This design comes from an exercise in tuning for small area on the open sky130 flow, not from production work.
Function was checked by simulation only, so behaviour that the tests miss may differ from the original.

P:
## cfl_queue
module cfl_queue (
    input  wire        clk,
    input  wire        rst,           
    input  wire        in_valid,      
    input  wire [63:0] in_msg,        
    input  wire        pop,           
    input  wire        clr_drop,      
    output wire        head_valid,
    output wire [63:0] head_msg,
    output wire [6:0]  count,
    output wire [15:0] drop_count,
    output wire        queue_lost,
    output wire        sev_pending,
    output wire        rec_pending
);
For scale: ~12000 cells after synthesis, about 4100 flip-flops, ~160 I/O pins, roughly 0.14 mm² of cells after synthesis.
Settings: LEC_CHECK=0, CAP_MARGIN=20, CORE_MARGIN=2, CORE_UTILIZATION=55, CTS_CLUSTER_DIAMETER=80, CTS_CLUSTER_SIZE=30, SLEW_MARGIN=20, SYNTH_HIERARCHICAL=1; clock period 12.0 ns.
run.sh (not shown) runs the stock make flow with config.mk's settings and CLKGATE_MAP_FILE= SYNTH_SCRIPT=/design/flow/synth_recipe.tcl, a recipe that flattens the netlist after the stock synthesis.
To summarise P: no stage aborted, but the layout did not pass its checks, failing on slew limit.
diff inputs: P => Q
-- flow/config.mk --
<<< P, line 10
export CORE_UTILIZATION = 55
export CTS_CLUSTER_DIAMETER = 80
export CTS_CLUSTER_SIZE = 30
export SLEW_MARGIN = 20
>>> Q, line 10
export CORE_UTILIZATION = 60
export CTS_CLUSTER_DIAMETER = 70
export CTS_CLUSTER_SIZE = 28
export SLEW_MARGIN = 35
### Flow results
- Q closes out successfully: all stages finished, all timing, DRC and antenna checks passed.
- NOTE height of the die P->Q decreased by a few percent
- The highest fanout seen on the critical path of Q falls short of that of P by about 5%.
- Number of non-clock buffers in the layout essentially unchanged between P and Q.
- Summary of Q over P: depth of the worst register-to-register path -1.
- Re clock period minus worst slack: Q is 0.35 ns down on P.
- | required arrival time at the worst endpoint | higher: P |
- In the metrics for Q and P, the one carrying the lower fmax is P.
- Q: floorplan core area is about 9% lower than what P reported.


Another version of the RTL of cfl_queue (not shown whole).
Size: ~160 I/O pins.
Design cfl_queue, start of the top module:
module cfl_queue (
    input  wire        clk,
    input  wire        rst,           
    input  wire        in_valid,      
    input  wire [63:0] in_msg,        
    input  wire        pop,           
    input  wire        clr_drop,      
    output wire        head_valid,
    output wire [63:0] head_msg,
    output wire [6:0]  count,
    output wire [15:0] drop_count,
    output wire        queue_lost,
    output wire        sev_pending,
    output wire        rec_pending
);
export LEC_CHECK = 0
export CAP_MARGIN = 12
export CORE_MARGIN = 2
export CORE_UTILIZATION = 60
export SLEW_MARGIN = 22
export SYNTH_HIERARCHICAL = 1
create_clock -name core_clock -period 12.0 [get_ports {clk}]
standard.sh (not shown) runs the stock make flow with config.mk's settings and CLKGATE_MAP_FILE= SYNTH_SCRIPT=/design/flow/synth_recipe.tcl, a recipe that flattens the netlist after the stock synthesis.
==> flow/flow/run.sh <==
#!/bin/bash
# The standard layout (standard.sh: ORFS synthesis to final), with three
# changes passed to ORFS through its own variables:
#  - the port buffers are the smallest buffer cell, sky130_fd_sc_hd__buf_1
#    (ORFS otherwise picks sky130_fd_sc_hd__clkdlybuf4s50_1);
#  - the buffers synthesis left are removed at floorplan, without the
#    floorplan-stage timing repair (ORFS REMOVE_ABC_BUFFERS);
#  - clock tree synthesis clusters up to 30 sinks within 80 um per leaf
#    buffer, with sky130_fd_sc_hd__clkbuf_8 above the leaves, and inserts no
#    dummy loads.
# The make output goes to flow.log in this folder; ORFS keeps each step's
# full log under orfs/logs/.
set -euo pipefail
cd "$(dirname "$0")/.."
export BUFFER_PORTS_ARGS="-buffer_cell sky130_fd_sc_hd__buf_1"
export REMOVE_ABC_BUFFERS=1
export CTS_ARGS="-sink_clustering_enable -repair_clock_nets -dont_use_dummy_load -sink_clustering_size 30 -sink_clustering_max_diameter 80 -tree_buf sky130_fd_sc_hd__clkbuf_8"
bash standard.sh finish > flow.log 2>&1
Rerun with:
--- a/flow/flow/run.sh
+++ b/flow/flow/run.sh
@@ -9,2 +9 @@
-#    buffer, with sky130_fd_sc_hd__clkbuf_8 above the leaves, and inserts no
-#    dummy loads.
+#    buffer and inserts no dummy loads.
@@ -17 +16 @@
-export CTS_ARGS="-sink_clustering_enable -repair_clock_nets -dont_use_dummy_load -sink_clustering_size 30 -sink_clustering_max_diameter 80 -tree_buf sky130_fd_sc_hd__clkbuf_8"
+export CTS_ARGS="-sink_clustering_enable -repair_clock_nets -dont_use_dummy_load -sink_clustering_size 30 -sink_clustering_max_diameter 80"
CAP_MARGIN = 20   (was 12)
SLEW_MARGIN = 28   (was 22)
=> Worst setup slack degrades by 0.072 ns; register-to-register slack degrades by 0.07 ns.
Rerun with:
--- a/flow/flow/run.sh
+++ b/flow/flow/run.sh
@@ -9 +9,2 @@
-#    buffer and inserts no dummy loads.
+#    buffer, with sky130_fd_sc_hd__clkbuf_8 above the leaves, and inserts no
+#    dummy loads.
@@ -16 +17 @@
-export CTS_ARGS="-sink_clustering_enable -repair_clock_nets -dont_use_dummy_load -sink_clustering_size 30 -sink_clustering_max_diameter 80"
+export CTS_ARGS="-sink_clustering_enable -repair_clock_nets -dont_use_dummy_load -sink_clustering_size 30 -sink_clustering_max_diameter 80 -tree_buf sky130_fd_sc_hd__clkbuf_8"
SLEW_MARGIN = 14   (was 28)
Cell area falls slightly.
Non-clock buffer count goes down by 16.
Utilization drops by 0.21 points.
Routed wire length stays flat.
Global-route usage stays flat.
Rerun with:
--- a/flow/flow/run.sh
+++ b/flow/flow/run.sh
@@ -9,2 +9 @@
-#    buffer, with sky130_fd_sc_hd__clkbuf_8 above the leaves, and inserts no
-#    dummy loads.
+#    buffer and inserts no dummy loads.
@@ -17 +16 @@
-export CTS_ARGS="-sink_clustering_enable -repair_clock_nets -dont_use_dummy_load -sink_clustering_size 30 -sink_clustering_max_diameter 80 -tree_buf sky130_fd_sc_hd__clkbuf_8"
+export CTS_ARGS="-sink_clustering_enable -repair_clock_nets -dont_use_dummy_load -sink_clustering_size 30 -sink_clustering_max_diameter 80"
SLEW_MARGIN = 35   (was 14)
After rerunning:
- via count stays flat
- sequential share of layout area falls by 0.33 points
- wire length stays flat
- count of clock-buffer cells in the layout goes up by 1
- worst setup slack gets better by 0.061 ns
Rerun with:
CORE_UTILIZATION = 57   (was 60)
- The new run passed the timing, DRC and antenna checks
- routed wire length is higher by 11%
- clock-buffer cell count is higher by 3
- hold slack is worse by 0.017 ns
- critical path depth is higher by 3
- worst setup slack is worse by 0.028 ns

==> port drivers added, routing unchanged <==
Ports are ideal in the flow. The routed layouts listed here were re-timed in OpenROAD.
Step 1, drivers: a clkbuf_16 drives clk and a buf_2 each remaining input, both assumed.
Step 2 also shifts input and output timing later by t, the mid clock arrival at the registers, as if the neighbouring blocks saw the same clock.
Three values: no drivers, after step 1, after step 2; two values: the first two.
run | t, ns | slack for setup (ns) | worst setup path after step 2
P | 0.994 | 1.932 / 2.022 / 1.028 | input to register
Q | 0.992 | 2.286 / 2.182 / 1.769 | input to register
the first run of note 2 | 0.987 | 1.815 / 1.815 / 1.815 | register to register
the second run of note 2 | 0.956 | 1.743 / 1.743 / 1.743 | register to register
the third run of note 2 | 0.983 | 1.794 / 1.794 / 1.794 | register to register
the fourth run of note 2 | 0.945 | 1.855 / 1.855 / 1.855 | register to register
the fifth run of note 2 | 0.978 | 1.827 / 1.827 / 1.827 | register to register
The setup slack of P, which loses most, moves by +0.090 ns with the drivers and by -0.904 ns with both steps.
